Background: an optimization exercise with open tools, aiming at small area and a short achievable clock period. Do not read the settings as production practice.
Where RTL was checked, it was by simulation tests only, not by an equivalence proof against the original.
Function not checked in run 2: the RTL went through the layout flow alone.
Power and IR drop assume default switching activity.

==> design/flow/design.v <==
module ec_encode (
    input  wire [255:0] data,
    output reg  [31:0]  check
);
    reg [15:0] rp;
    integer j, k;
    always @* begin
        for (j = 0; j < 16; j = j + 1) begin
            rp[j]         = ^data[16 * j +: 16];
            check[16 + j] = 1'b0;
            for (k = 0; k < 16; k = k + 1)
                check[16 + j] = check[16 + j] ^ data[16 * k + j];
        end
        for (j = 0; j < 16; j = j + 1)
            check[j] = rp[j] ^ rp[(j + 15) % 16];
    end
endmodule
module ec_classify (
    input  wire [31:0] synd,       
    output wire        zero,       
    output wire        cbit,       
    output wire        dbit,       
    output wire        spois,      
    output wire        uerr,       
    output wire [15:0] pair        
);
    wire [15:0] sr = synd[15:0];
    wire [15:0] sc = synd[31:16];
    function [3:1] ge3_16(input [15:0] x);
        reg [3:1] a, t;
        integer g, i, k;
        begin
            a = 3'b000;
            for (g = 0; g < 4; g = g + 1) begin
                t[1] = |x[4 * g +: 4];
                t[2] = (x[4*g] & (x[4*g+1] | x[4*g+2] | x[4*g+3])) | (x[4*g+1] & (x[4*g+2] | x[4*g+3])) |
                       (x[4*g+2] & x[4*g+3]);
                t[3] = (x[4*g] & x[4*g+1] & (x[4*g+2] | x[4*g+3])) | (x[4*g+2] & x[4*g+3] & (x[4*g] | x[4*g+1]));
                a = merge3(a, t);
            end
            ge3_16 = a;
        end
    endfunction
    function [3:1] merge3(input [3:1] a, input [3:1] b);
        begin
            merge3[1] = a[1] | b[1];
            merge3[2] = a[2] | b[2] | (a[1] & b[1]);
            merge3[3] = a[3] | b[3] | (a[2] & b[1]) | (a[1] & b[2]);
        end
    endfunction
    function [5:1] ge5_4(input [3:0] x);
        begin
            ge5_4[1] = |x;
            ge5_4[2] = (x[0] & (x[1] | x[2] | x[3])) | (x[1] & (x[2] | x[3])) | (x[2] & x[3]);
            ge5_4[3] = (x[0] & x[1] & (x[2] | x[3])) | (x[2] & x[3] & (x[0] | x[1]));
            ge5_4[4] = &x;
            ge5_4[5] = 1'b0;
        end
    endfunction
    function [5:1] merge5(input [5:1] a, input [5:1] b);
        integer k, i;
        reg [5:0] ea, eb;
        begin
            ea = {a, 1'b1};
            eb = {b, 1'b1};
            for (k = 1; k <= 5; k = k + 1) begin
                merge5[k] = 1'b0;
                for (i = 0; i <= k; i = i + 1)
                    merge5[k] = merge5[k] | (ea[i] & eb[k - i]);
            end
        end
    endfunction
    wire [3:1] wr = ge3_16(sr);
    wire [3:1] wc = ge3_16(sc);
    wire [15:0] zc = ~sc;
    wire [5:1] z0 = merge5(ge5_4(zc[3:0]),  ge5_4(zc[7:4]));
    wire [5:1] z1 = merge5(ge5_4(zc[11:8]), ge5_4(zc[15:12]));
    wire [5:1] zz = merge5(z0, z1);
    genvar r;
    generate
        for (r = 0; r < 16; r = r + 1) begin : g_pair
            assign pair[r] = sr[r] & sr[(r + 1) % 16];
        end
    endgenerate
    wire sr_one = wr[1] & ~wr[2];
    wire sc_one = wc[1] & ~wc[2];
    wire sr_two = wr[2] & ~wr[3];
    assign zero  = ~wr[1] & ~wc[1];
    assign spois = ~zz[5];
    assign cbit  = (sr_one & ~wc[1]) | (sc_one & ~wr[1]);
    assign dbit  = sc_one & sr_two & (|pair);
    assign uerr  = ~zero & ~spois & ~cbit & ~dbit;
endmodule
module ec_rmw (
    input  wire         clk,
    input  wire         rst_n,
    input  wire         in_valid,
    input  wire [1:0]   in_op,        
    input  wire [31:0]  in_mask,      
    input  wire [255:0] in_wdata,     
    input  wire [31:0]  in_wpoison,   
    input  wire [255:0] in_sdata,     
    input  wire [31:0]  in_scheck,    
    output reg          out_valid,
    output reg  [2:0]   out_class,
    output reg  [31:0]  out_synd,
    output reg  [255:0] out_rdata,
    output reg          out_poison,
    output reg          out_wb,
    output reg  [255:0] out_wdata,
    output reg  [31:0]  out_wcheck,
    output reg          out_ev_ce,
    output reg          out_ev_ue,
    output reg          out_ev_pw
);
    localparam OP_WRITE = 2'd1;
    localparam OP_SCRUB = 2'd2;
    wire        wr    = (in_op == OP_WRITE);
    wire        scrub = (in_op == OP_SCRUB);
    wire [31:0] keep  = ~(in_mask & {32{wr}});    
    reg [255:0] mraw;
    integer b;
    always @* begin
        for (b = 0; b < 32; b = b + 1)
            mraw[8 * b +: 8] = keep[b] ? in_sdata[8 * b +: 8] : in_wdata[8 * b +: 8];
    end
    wire [31:0] scalc, mcalc;
    ec_encode u_senc (.data(in_sdata), .check(scalc));
    ec_encode u_menc (.data(mraw),     .check(mcalc));
    wire [31:0] synd = in_scheck ^ scalc;
    wire [15:0] sc   = synd[31:16];
    wire        zero, cbit, dbit, spois, uerr;
    wire [15:0] pair;
    ec_classify u_cls (.synd(synd), .zero(zero), .cbit(cbit), .dbit(dbit), .spois(spois),
                       .uerr(uerr), .pair(pair));
    reg wfix_pre;
    integer r;
    always @* begin
        wfix_pre = 1'b0;
        for (r = 0; r < 16; r = r + 1)
            wfix_pre = wfix_pre | (pair[r] & ((keep[2 * r] & |sc[7:0]) | (keep[2 * r + 1] & |sc[15:8])));
    end
    reg         q_valid;
    reg         q_wr, q_scrub, q_full, q_wpm;
    reg [255:0] q_sdata;
    reg [255:0] q_mraw_n;    
    reg [31:0]  q_synd;
    reg [31:0]  q_mcalc;
    reg         q_wfix_pre;
    reg         q_zero, q_cbit, q_dbit, q_spois;
    always @(posedge clk) begin
        if (!rst_n)
            q_valid <= 1'b0;
        else
            q_valid <= in_valid;
        q_wr       <= wr;
        q_scrub    <= scrub;
        q_full     <= &in_mask;
        q_wpm      <= |(in_wpoison & in_mask);
        q_sdata    <= in_sdata;
        q_mraw_n   <= ~mraw;
        q_synd     <= synd;
        q_mcalc    <= mcalc;
        q_wfix_pre <= wfix_pre;
        q_zero     <= zero;
        q_cbit     <= cbit;
        q_dbit     <= dbit;
        q_spois    <= spois;
    end
    wire wfix = q_wfix_pre & q_dbit;              
    reg  [15:0]  row_fix, wrow_fix;
    reg  [255:0] flip, wflip;
    integer rr, c;
    always @* begin
        for (rr = 0; rr < 16; rr = rr + 1) begin
            row_fix[rr]  = q_synd[rr] & q_synd[(rr + 1) % 16] & q_dbit;
            wrow_fix[rr] = q_synd[rr] & q_synd[(rr + 1) % 16] & wfix;
        end
        for (rr = 0; rr < 16; rr = rr + 1)
            for (c = 0; c < 16; c = c + 1) begin
                flip[16 * rr + c]  = row_fix[rr] & q_synd[16 + c];
                wflip[16 * rr + c] = wrow_fix[rr] & q_synd[16 + c];
            end
    end
    wire uerr2     = ~q_zero & ~q_spois & ~q_cbit & ~q_dbit;
    wire corr      = q_cbit | q_dbit;
    wire bad       = ~q_zero & ~corr;              
    wire wpo       = q_wpm | (~q_full & bad);
    wire wb_poison = q_wr ? wpo : (q_scrub & uerr2);
    always @* begin
        out_valid  = q_valid;
        out_class  = {uerr2, q_dbit | q_spois, q_cbit | q_spois};
        out_synd   = q_synd;
        out_rdata  = q_sdata ^ flip;
        out_poison = q_wr ? wpo : bad;
        out_wb     = q_wr | (q_scrub & (corr | uerr2));
        out_wdata  = ~q_mraw_n ^ wflip;
        out_wcheck = q_mcalc ^ (q_synd & {32{wfix}}) ^ {{16{wb_poison}}, 16'h0000};
        out_ev_ce  = corr & ~(q_wr & q_full);
        out_ev_ue  = uerr2 & ~(q_wr & q_full);
        out_ev_pw  = wb_poison;
    end
endmodule
==> design/flow/flow/run.sh <==
#!/bin/bash
# The standard layout (the standard.sh: unchanged synthesis, floorplan, power
# grid, placement, CTS and routing) with these changes to how it is made:
#  - the port buffers that global placement inserts are buf_1 cells instead of
#    the resizer's default pick;
#  - pins may sit on adjacent routing tracks, so the ports fit a smaller die;
set -euo pipefail
export BUFFER_PORTS_ARGS="-buffer_cell sky130_fd_sc_hd__buf_1"
export SETUP_SLACK_MARGIN=7
export PLACE_PINS_ARGS="-min_distance 1 -min_distance_in_tracks"
bash standard.sh finish > flow_make.log 2>&1
==> design/flow/standard.sh <==
#!/bin/bash
# synth_recipe.tcl (not shown) runs the flow's synth.tcl, then flattens the netlist and writes it again
# the make line also repeats each setting of config.mk as NAME=value (left out here)
make -C /OpenROAD-flow-scripts/flow DESIGN_CONFIG=/design/flow/config.mk WORK_HOME=/design/flow/orfs CLKGATE_MAP_FILE= SYNTH_SCRIPT=/design/flow/synth_recipe.tcl "${@:-finish}"
==> design/flow/config.mk <==
export PLATFORM = sky130hd
export DESIGN_NAME = ec_rmw
export DESIGN_NICKNAME = ec_rmw
export VERILOG_FILES = /design/flow/design.v
export SDC_FILE = /design/flow/constraint.sdc
export NUM_CORES = 4
export LEC_CHECK = 0
export CAP_MARGIN = 20
export CORE_AREA = 5 5 260 260
export CTS_BUF_LIST = sky130_fd_sc_hd__clkbuf_2 sky130_fd_sc_hd__clkbuf_4
export DIE_AREA = 0 0 265 265
export SLEW_MARGIN = 20
==> design/flow/constraint.sdc <==
create_clock -name core_clock -period 12.0 [get_ports {clk}]
set_input_delay 2.4000 -clock core_clock [delete_from_list [all_inputs] [get_ports {clk}]]
set_output_delay 2.4000 -clock core_clock [all_outputs]
set_load 0.01 [all_outputs]
==> results_dict.tcl, run 1 <==
set metrics [dict create \
    status "finished clean" \
    max_freq_mhz 194.7 \
    design.die.area_um2 70230 \
    slew_headroom_pct 38.32 \
    dr.pass1.iters 5 \
    synthToLayoutAreaGrowth_pct 28.84 \
    hold_class "in -> reg" \
    cts-buffers-inserted 162 \
    drive_above_1_share_pct 11.56 \
    synth_compound_area_share_pct 2.466 \
    cts_sinks 586 \
    drtIter0Drc 3074 \
    rows 93 \
    ant_nets 0 \
    nets 5361 \
    seq_area_um2 11760 \
    fin_crit_ns 5.136 \
    die_w_um 265 \
    clkPwrFrac_pct 21.9 \
    finalSetupViolCount 0 \
    cp.required_ns 9.60 \
    synth-adder-area-share_pct 0.2421 \
    dp_cells 5373 \
    critPathKind "reg -> out" \
    final_cell_count_no_fill 5749 \
    viasPerCell 5.352 \
    ys_ff_latch 586 \
    rsz0062_at_grt "true" \
    drv_cap 0 \
    tightest_slew_ns 0.9230 \
    synth_flop_cell "dfxtp_1" \
    multiInputGateArea_um2 21790 \
    finalHoldViolCount 0 \
    cts.clk_slew.worst_paths_ns 0.06 \
    syn_nets 4029 \
    num-fill-cells 5768 \
    synthCells 3416 \
    globalplace.congestion 1.042 \
    synth_xor_area_share_pct 42.97 \
    h-tree-depth 4 \
    ios 1198 \
    cts_tree "built" \
    dr_total_vias 30770 \
    min_from "in_valid" \
    synth_cell_type_count 69 \
    p_int_mw 4.719 \
    synth_top_family_by_area "XOR/XNOR gates" \
    io_buffers 1197 \
    endpoint_kind "output port" \
    avgSynthCellArea_um2 9.684 \
    final.setup.tns_ns 0 \
    switching_share_pct 44.94 \
    period_share_pct 42.80 \
    irDropWorstVdd_mv 0.1859 \
    synth-async-reset-ratio_pct 0 \
    start_util_pct 51.32 \
    chipHeight_um 265 \
    drt-total-wl_um 158800 \
    syn_area_um2 33080 \
    cts_buffer_depth 3 \
    antenna_found_initial 47 \
    routedWlPerCell_um 27.62 \
    timing.hold.ws_ns 1.568 \
    grt.overflow.total 0 \
    p_leak_nw 16.39 \
    yosys.area_share.simple_pct 9.331 \
    grt_pass1_vias 30140 \
    cts_root_buf "clkbuf_4" \
    synth_enable_flop_cells 0 \
    startpoint "q_synd[5]$_DFF_P_" \
    yosysSeqAreaShare_pct 35.46 \
    core_um2 64460 \
    slew_viol_final 0 \
    hpwlAfterDp_um 124400 \
    power.density_nw_per_um2 201.1 \
    final.setup.worst_slack_ns 6.864 \
    start_kind "flip-flop" \
    synthMuxAreaShare_pct 7.840 \
    critical_path.max_fanout 16 \
    grt_max_degree 34 \
    combPwrFrac_pct 49.4 \
    p_seq_share_pct 28.7 \
    ys_warn_count 3 \
    grt.total_usage_pct 41.79 \
    p_sw_mw 3.853 \
    dp_worst_setup_slack_ns 5.885 \
    drc 0 \
    grt_pass1_wl_um 213200 \
    worst-endpoint-arrival_ns 2.74 \
]
-- cell usage after synthesis, drive strengths merged, types with 5 or more instances --
master	count	area (µm²)
xnor3	16	360.4
buf	21	98.84
a21oi	10	50.05
and2	9	56.30
o22ai	9	56.30
and3	17	106.4
nand4	14	87.58
xor2	142	1244
o21ai	11	55.05
nand2	352	1321
a22oi	30	230.2
inv	28	105.1
or3	5	31.28
nor2	274	1028
nor3	8	40.04
nand3	32	160.2
clkbuf	95	356.6
a22o	5	43.79
xor3	17	404.1
maj3	8	80.08
or2	6	37.54
or4	7	60.06
mux2i	258	2582
xnor2	1391	12210
o211ai	5	37.54
a211oi	6	55.05
dfxtp	586	11730
-- cells by family (layout without fill, tap and decap cells) --
kind of cell / after synthesis / after routing
AOI/OAI and AO/OA: 109 / 109
xor gates and xnor gates: 1566 / 1566
adders and majority gates: 8 / 8
buffers and inverters: 144 / 1575
DFF: 586 / 586
muxes: 259 / 259
other: 0 / 43
and+or+nand+nor: 744 / 748
-- per-layer routing --
metal  global-route usage (%)  share of wire (%)  routed length (µm)
met1                    51.97                 38               60550
met2                    63.24                 43               68500
met3                    14.31                 12               19270
met4                    24.06                6.5               10370
met5                   0.6081              0.053                  84
-- worst max-delay path, cell delays in order (launching register included) --
cell and delay [ns]:
dfxtp_1 0.55, nand3_2 0.55, nor2_1 0.28, xnor2_1 0.14, buf_1 0.23
-- path summary, 6_finish.rpt --
path / slack (ns) / to / cells past startpoint
worst max-delay path: 6.86 / out_wdata[79] / 4
worst min-delay path: 1.57 / q_valid$_SDFF_PN0_ / 2
-- placed cells by master (no fill, tap or decap), types with 6 or more instances in the layout --
cell / Yosys / routed
xnor2_1: 1388 / 1343
buf_1: 12 / 1131
dfxtp_1: 586 / 570
nand2_1: 352 / 329
nor2_1: 274 / 267
mux2i_1: 258 / 258
clkbuf_4: 0 / 240
xor2_1: 142 / 135
buf_4: 1 / 49
diode_2: 0 / 43
xnor2_2: 3 / 42
clkbuf_2: 0 / 39
a22oi_1: 29 / 29
inv_1: 27 / 27
buf_12: 0 / 27
xor3_1: 17 / 16
and3_4: 0 / 16
xnor3_1: 16 / 16
clkinv_1: 0 / 16
nand3_4: 0 / 15
nand3_1: 32 / 15
buf_6: 1 / 15
nand4_1: 14 / 14
nand2_4: 0 / 12
dfxtp_2: 0 / 12
buf_2: 7 / 11
nand2_2: 0 / 10
a21oi_1: 10 / 10
o21ai_0: 10 / 10
o22ai_1: 9 / 9
and2_1: 9 / 8
nor3_1: 8 / 8
maj3_1: 8 / 8
nor2_2: 0 / 6
xnor2_4: 0 / 6
clkbuf_16: 0 / 6
-- state kept, by name, summed over array words and instances, names as in the netlist --
name and cells:
q_full 1, q_cbit 1, q_valid 1, q_mcalc 32, q_sdata 256, q_wpm 1
q_scrub 1, q_wr 1, q_mraw_n 256, q_dbit 1, q_zero 1, q_synd 32
q_spois 1, q_wfix_pre 1
-- power groups by stage --
| stage | Combinational, mW | Sequential (mW) | Clock (mW) |
|---|---|---|---|
| final | 4.23 | 2.46 | 1.88 |
| after global routing | 4.38 | 2.47 | 2.00 |
| after CTS | 4.01 | 2.42 | 1.88 |
| after detailed placement | 3.89 | 2.42 | 0 |
| after global placement | 3.89 | 2.42 | 0 |
| after floorplan | 2.48 | 2.37 | 0 |
-- area by class of cell --
cell class | count | area share, %
diodes | 43 | 0.2525
multi-input cells | 2690 | 51.12
clock inverters | 27 | 0.5225
inverters | 28 | 0.2466
well taps | 855 | 2.510
clock buffers | 240 | 4.227
repair buffers | 1280 | 13.53
flip-flops and latches | 586 | 27.60
-- timing repair --
action | in CTS | in global routing
pin swaps | 10 | 23
setup endpoints to repair | 553 | 260
resized for setup | 150 | 145
gates cloned | 1 | 10
hold buffers | 0 | 0
buffers inserted | 18 | 37
-- metrics by stage --
step	util, %	total power [mW]	cell area (µm²)
6_report	66.12	8.572	42620
5_1_grt	66.10	8.840	42610
4_1_cts	64.08	8.311	41310
3_5_place_dp	59.71	6.316	38490
3_3_place_gp	59.71	6.309	38490
2_1_floorplan	-	4.852	33240
==> run 2, diff against run 1 <==
--- a/design/flow/design.v
+++ b/design/flow/design.v
@@ -1,8 +1,8 @@
 module ec_encode (
     input  wire [255:0] data,
-    output reg  [31:0]  check
+    output reg  [31:0]  check,
+    output reg  [15:0]  rp
 );
-    reg [15:0] rp;
     integer j, k;
     always @* begin
         for (j = 0; j < 16; j = j + 1) begin
@@ -17,18 +17,20 @@
 endmodule
 module ec_classify (
     input  wire [31:0] synd,       
-    output wire        zero,       
-    output wire        cbit,       
-    output wire        dbit,       
+    output wire        sr_any,     
+    output wire        sc_any,     
+    output wire        sr_one,     
+    output wire        sc_one,     
+    output wire        sr_two,     
+    output wire        any_pair,   
     output wire        spois,      
-    output wire        uerr,       
     output wire [15:0] pair        
 );
     wire [15:0] sr = synd[15:0];
     wire [15:0] sc = synd[31:16];
     function [3:1] ge3_16(input [15:0] x);
         reg [3:1] a, t;
-        integer g, i, k;
+        integer g;
         begin
             a = 3'b000;
             for (g = 0; g < 4; g = g + 1) begin
@@ -82,14 +84,13 @@
             assign pair[r] = sr[r] & sr[(r + 1) % 16];
         end
     endgenerate
-    wire sr_one = wr[1] & ~wr[2];
-    wire sc_one = wc[1] & ~wc[2];
-    wire sr_two = wr[2] & ~wr[3];
-    assign zero  = ~wr[1] & ~wc[1];
-    assign spois = ~zz[5];
-    assign cbit  = (sr_one & ~wc[1]) | (sc_one & ~wr[1]);
-    assign dbit  = sc_one & sr_two & (|pair);
-    assign uerr  = ~zero & ~spois & ~cbit & ~dbit;
+    assign sr_any   = wr[1];
+    assign sc_any   = wc[1];
+    assign sr_one   = wr[1] & ~wr[2];
+    assign sc_one   = wc[1] & ~wc[2];
+    assign sr_two   = wr[2] & ~wr[3];
+    assign any_pair = |pair;
+    assign spois    = ~zz[5];
 endmodule
 module ec_rmw (
     input  wire         clk,
@@ -125,14 +126,16 @@
             mraw[8 * b +: 8] = keep[b] ? in_sdata[8 * b +: 8] : in_wdata[8 * b +: 8];
     end
     wire [31:0] scalc, mcalc;
-    ec_encode u_senc (.data(in_sdata), .check(scalc));
-    ec_encode u_menc (.data(mraw),     .check(mcalc));
+    wire [15:0] srp_unused, mrp;
+    ec_encode u_senc (.data(in_sdata), .check(scalc), .rp(srp_unused));
+    ec_encode u_menc (.data(mraw),     .check(mcalc), .rp(mrp));
     wire [31:0] synd = in_scheck ^ scalc;
     wire [15:0] sc   = synd[31:16];
-    wire        zero, cbit, dbit, spois, uerr;
+    wire        sr_any, sc_any, sr_one, sc_one, sr_two, any_pair, spois;
     wire [15:0] pair;
-    ec_classify u_cls (.synd(synd), .zero(zero), .cbit(cbit), .dbit(dbit), .spois(spois),
-                       .uerr(uerr), .pair(pair));
+    ec_classify u_cls (.synd(synd), .sr_any(sr_any), .sc_any(sc_any), .sr_one(sr_one),
+                       .sc_one(sc_one), .sr_two(sr_two), .any_pair(any_pair), .spois(spois),
+                       .pair(pair));
     reg wfix_pre;
     integer r;
     always @* begin
@@ -145,9 +148,10 @@
     reg [255:0] q_sdata;
     reg [255:0] q_mraw_n;    
     reg [31:0]  q_synd;
-    reg [31:0]  q_mcalc;
+    reg [15:0]  q_mrp;       
+    reg [15:0]  q_mcol;      
     reg         q_wfix_pre;
-    reg         q_zero, q_cbit, q_dbit, q_spois;
+    reg         q_sr_any, q_sc_any, q_sr_one, q_sc_one, q_sr_two, q_any_pair, q_spois;
     always @(posedge clk) begin
         if (!rst_n)
             q_valid <= 1'b0;
@@ -160,20 +164,35 @@
         q_sdata    <= in_sdata;
         q_mraw_n   <= ~mraw;
         q_synd     <= synd;
-        q_mcalc    <= mcalc;
+        q_mrp      <= mrp;
+        q_mcol     <= mcalc[31:16];
         q_wfix_pre <= wfix_pre;
-        q_zero     <= zero;
-        q_cbit     <= cbit;
-        q_dbit     <= dbit;
+        q_sr_any   <= sr_any;
+        q_sc_any   <= sc_any;
+        q_sr_one   <= sr_one;
+        q_sc_one   <= sc_one;
+        q_sr_two   <= sr_two;
+        q_any_pair <= any_pair;
         q_spois    <= spois;
     end
-    wire wfix = q_wfix_pre & q_dbit;              
+    wire zero   = ~q_sr_any & ~q_sc_any;
+    wire cbit   = (q_sr_one & ~q_sc_any) | (q_sc_one & ~q_sr_any);
+    wire dsel   = q_sc_one & q_sr_two;              
+    wire dbit   = dsel & q_any_pair;
+    wire wfix   = q_wfix_pre & dsel;                
+    reg  [15:0] mrow;                                
+    integer j;
+    always @* begin
+        for (j = 0; j < 16; j = j + 1)
+            mrow[j] = q_mrp[j] ^ q_mrp[(j + 15) % 16];
+    end
+    wire [31:0] mcheck = {q_mcol, mrow};
     reg  [15:0]  row_fix, wrow_fix;
     reg  [255:0] flip, wflip;
     integer rr, c;
     always @* begin
         for (rr = 0; rr < 16; rr = rr + 1) begin
-            row_fix[rr]  = q_synd[rr] & q_synd[(rr + 1) % 16] & q_dbit;
+            row_fix[rr]  = q_synd[rr] & q_synd[(rr + 1) % 16] & dsel;
             wrow_fix[rr] = q_synd[rr] & q_synd[(rr + 1) % 16] & wfix;
         end
         for (rr = 0; rr < 16; rr = rr + 1)
@@ -182,20 +201,20 @@
                 wflip[16 * rr + c] = wrow_fix[rr] & q_synd[16 + c];
             end
     end
-    wire uerr2     = ~q_zero & ~q_spois & ~q_cbit & ~q_dbit;
-    wire corr      = q_cbit | q_dbit;
-    wire bad       = ~q_zero & ~corr;              
+    wire uerr2     = ~zero & ~q_spois & ~cbit & ~dbit;
+    wire corr      = cbit | dbit;
+    wire bad       = ~zero & ~corr;                
     wire wpo       = q_wpm | (~q_full & bad);
     wire wb_poison = q_wr ? wpo : (q_scrub & uerr2);
     always @* begin
         out_valid  = q_valid;
-        out_class  = {uerr2, q_dbit | q_spois, q_cbit | q_spois};
+        out_class  = {uerr2, dbit | q_spois, cbit | q_spois};
         out_synd   = q_synd;
         out_rdata  = q_sdata ^ flip;
         out_poison = q_wr ? wpo : bad;
         out_wb     = q_wr | (q_scrub & (corr | uerr2));
         out_wdata  = ~q_mraw_n ^ wflip;
-        out_wcheck = q_mcalc ^ (q_synd & {32{wfix}}) ^ {{16{wb_poison}}, 16'h0000};
+        out_wcheck = mcheck ^ (q_synd & {32{wfix}}) ^ {{16{wb_poison}}, 16'h0000};
         out_ev_ce  = corr & ~(q_wr & q_full);
         out_ev_ue  = uerr2 & ~(q_wr & q_full);
         out_ev_pw  = wb_poison;
--- a/design/flow/config.mk
+++ b/design/flow/config.mk
@@ -7,6 +7,6 @@
 export LEC_CHECK = 0
 export CAP_MARGIN = 20
 export CORE_AREA = 5 5 260 260
-export CTS_BUF_LIST = sky130_fd_sc_hd__clkbuf_2 sky130_fd_sc_hd__clkbuf_4
+export CTS_BUF_LIST = sky130_fd_sc_hd__clkbuf_4 sky130_fd_sc_hd__clkbuf_8
 export DIE_AREA = 0 0 265 265
 export SLEW_MARGIN = 20
==> results_dict.tcl, run 2 <==
set metrics [dict create \
    max_freq_mhz 196.6 \
    globalplace.congestion 1.023 \
    hpwlAfterDp_um 128700 \
    start_util_pct 50.94 \
    cts_sinks 589 \
    drv_cap 0 \
    ys_ff_latch 589 \
    cts_buffer_depth 3 \
    antenna_found_initial 55 \
    cp.required_ns 12.58 \
    tightest_slew_ns 0.9661 \
    timing.hold.ws_ns 1.854 \
    grt_pass1_wl_um 215100 \
    layout_commonest_cell "xnor2_1" \
    cts-buffers-inserted 103 \
    drc 0 \
    slew_viol_final 0 \
    avgSynthCellArea_um2 9.726 \
    design_area_um2 41810 \
    holdBufCountCts 0 \
    power.density_nw_per_um2 202.8 \
    routedWlPerCell_um 28.59 \
    fin_util_pct 64.85 \
    design.die.area_um2 70230 \
    yosys-top-cells-area "xnor2_1 38%, dfxtp_1 36%, mux2i_1 7.8%" \
    ios 1198 \
    endpoint_kind "flip-flop" \
    ys_warn_count 3 \
    final.setup.tns_ns 0 \
    reg_top3 "q_mraw_n: 256 flops, q_sdata: 256 flops, q_synd: 32 flops" \
    yosys-top-cells-count "1424 x xnor2_1, 589 x dfxtp_1, 359 x nand2_1" \
    drtIter0Drc 3166 \
    synth_cell_type_count 62 \
    h-tree-depth 3 \
    viasPerCell 5.362 \
    hold_class "in -> reg" \
    dp_worst_setup_slack_ns 5.641 \
    most-common-layout-cells "1384 x xnor2_1, 1184 x buf_1, 585 x dfxtp_1, 341 x nand2_1, 265 x nor2_1" \
    grt_max_degree 34 \
    dr.pass1.iters 10 \
    p_leak_nw 15.79 \
    cts.clk_slew.worst_paths_ns 0.06 \
    finalSetupViolCount 0 \
    cts_tree "built" \
    drive_above_1_share_pct 8.057 \
    period_share_pct 42.38 \
    die_w_um 265 \
    grt_pass1_vias 29400 \
    critical_path.max_fanout 6 \
    fin_crit_ns 5.086 \
    synthToLayoutAreaGrowth_pct 27.32 \
    cts_root_buf "clkbuf_8" \
    grt.overflow.total 0 \
    worst-endpoint-arrival_ns 5.66 \
    synthCells 3376 \
    chipHeight_um 265 \
    slew_headroom_pct 35.44 \
    drt-total-wl_um 160100 \
    synth_flop_cell "dfxtp_1" \
    status "finished clean" \
    synth.most_common_cell "xnor2_1" \
    synth-async-reset-ratio_pct 0 \
    placed_cell_area_um2 38080 \
    synth_enable_flop_cells 0 \
    critPathKind "in -> reg" \
    yosysSeqAreaShare_pct 35.91 \
    nets 5239 \
    syn_area_um2 32840 \
    syn_nets 3989 \
    grt.total_usage_pct 42.54 \
    yosysTopAreaCellShare_pct 37.98 \
    irDropWorstVdd_mv 0.1473 \
    io_buffers 1197 \
    finalHoldViolCount 0 \
    yosysTopAreaCell "xnor2_1" \
    final.setup.worst_slack_ns 6.914 \
    rows 93 \
    start_kind "input port" \
    dr_total_vias 30030 \
    rsz0062_at_grt "true" \
    ant_nets 0 \
    core_um2 64460 \
]
==> run 2: repair_timing <==
action | CTS | global route
buffers inserted | 31 | 13
endpoints found under the setup margin | 547 | 329
gates cloned | 0 | 3
resized for setup | 114 | 56
pin swaps | 2 | 4
==> run 2: critical path, cell delays in order <==
cell       delay (ns)
buf_1            0.27
xnor2_1          0.18
xnor2_2          0.36
xnor3_1          0.39
xnor2_1          0.55
maj3_1           0.31
a21oi_1          0.20
a211oi_1         0.32
a22o_1           0.17
o21ai_0          0.08
a2111oi_0        0.42
==> run 2: layout make-up <==
type,instances,area (µm²)
fillers,5828,22660
multi-input cells,2661,21320
flip-flops and latches,589,11800
repair buffers,1259,5259
clock buffers,169,2082
well taps,855,1070
clock inverters,14,118.9
diodes,42,105.1
inverters,12,45.04
==> run 2: per-stage QoR <==
stage / std cells / total power, mW
finish: 5601 / 8.478
CTS: 5543 / 8.259
global route: 5584 / 8.696
detailed placement: 5329 / 6.176
global placement: 5329 / 6.154
floorplan: 3376 / 4.724
==> run 2: worst paths after layout <==
kind                  slack (ns)                 end  cells past startpoint           from
worst max-delay path        6.91     q_spois$_DFF_P_                     11  in_sdata[113]
worst min-delay path        1.85  q_valid$_SDFF_PN0_                      2       in_valid
==> run 2: where the power goes <==
| part | switching, mW | total, mW | internal [mW] |
|---|---|---|---|
| clock network | 0.891 | 2.00 | 1.11 |
| logic | 2.63 | 4.01 | 1.38 |
| registers | 0.255 | 2.46 | 2.21 |
| total | 3.77 | 8.48 | 4.70 |
==> run 2: metal layers <==
| layer | GRT usage (%) | part of all wire (%) | vias up | routed length, µm |
|---|---|---|---|---|
| li1 | - | - | 13280 | - |
| met1 | 52.00 | 37 | 14120 | 59240 |
| met2 | 63.49 | 42 | 2114 | 67430 |
| met3 | 17.28 | 14 | 481 | 22000 |
| met4 | 24.42 | 7.0 | 32 | 11250 |
| met5 | 0.1351 | 0.14 | - | 221 |
==> run 2: cells by family after synthesis <==
kind of cell | after synthesis | share of synthesized area [%]
AOI/OAI and AO/OA | 104 | 2.325
xor gates and xnor gates | 1562 | 43.02
adders and majority gates | 7 | 0.2134
buffers and inverters | 128 | 1.517
DFF | 589 | 35.91
muxes | 257 | 7.834
and+or+nand+nor | 729 | 9.176

==> what the ideal ports hide <==
Ports are ideal in the flow. The routed layouts listed here were re-timed in OpenROAD. Step 1 sets driving cells, clkbuf_16 on the clock port and buf_2 on the other inputs (assumed; they add their load-dependent delay and slew). Step 2 also shifts input and output timing later by t, the mid clock arrival at the registers, as if the neighbouring blocks saw the same clock. Slacks: ideal / step 1 / step 2; pairs: ideal / step 1.
run | t (ns) | slack for setup (ns) | worst setup path after step 2 | worst slew at a driven data input, ns
run 1 | 1.054 | 6.864 / 6.798 / 6.016 | input to register | 0.18
run 2 | 0.787 | 6.914 / 6.941 / 6.154 | input to register | 0.18
After both steps every run listed still meets setup and hold. For run 1, which loses most, drivers alone change the setup slack by -0.066 ns; drivers and shift together by -0.848 ns.
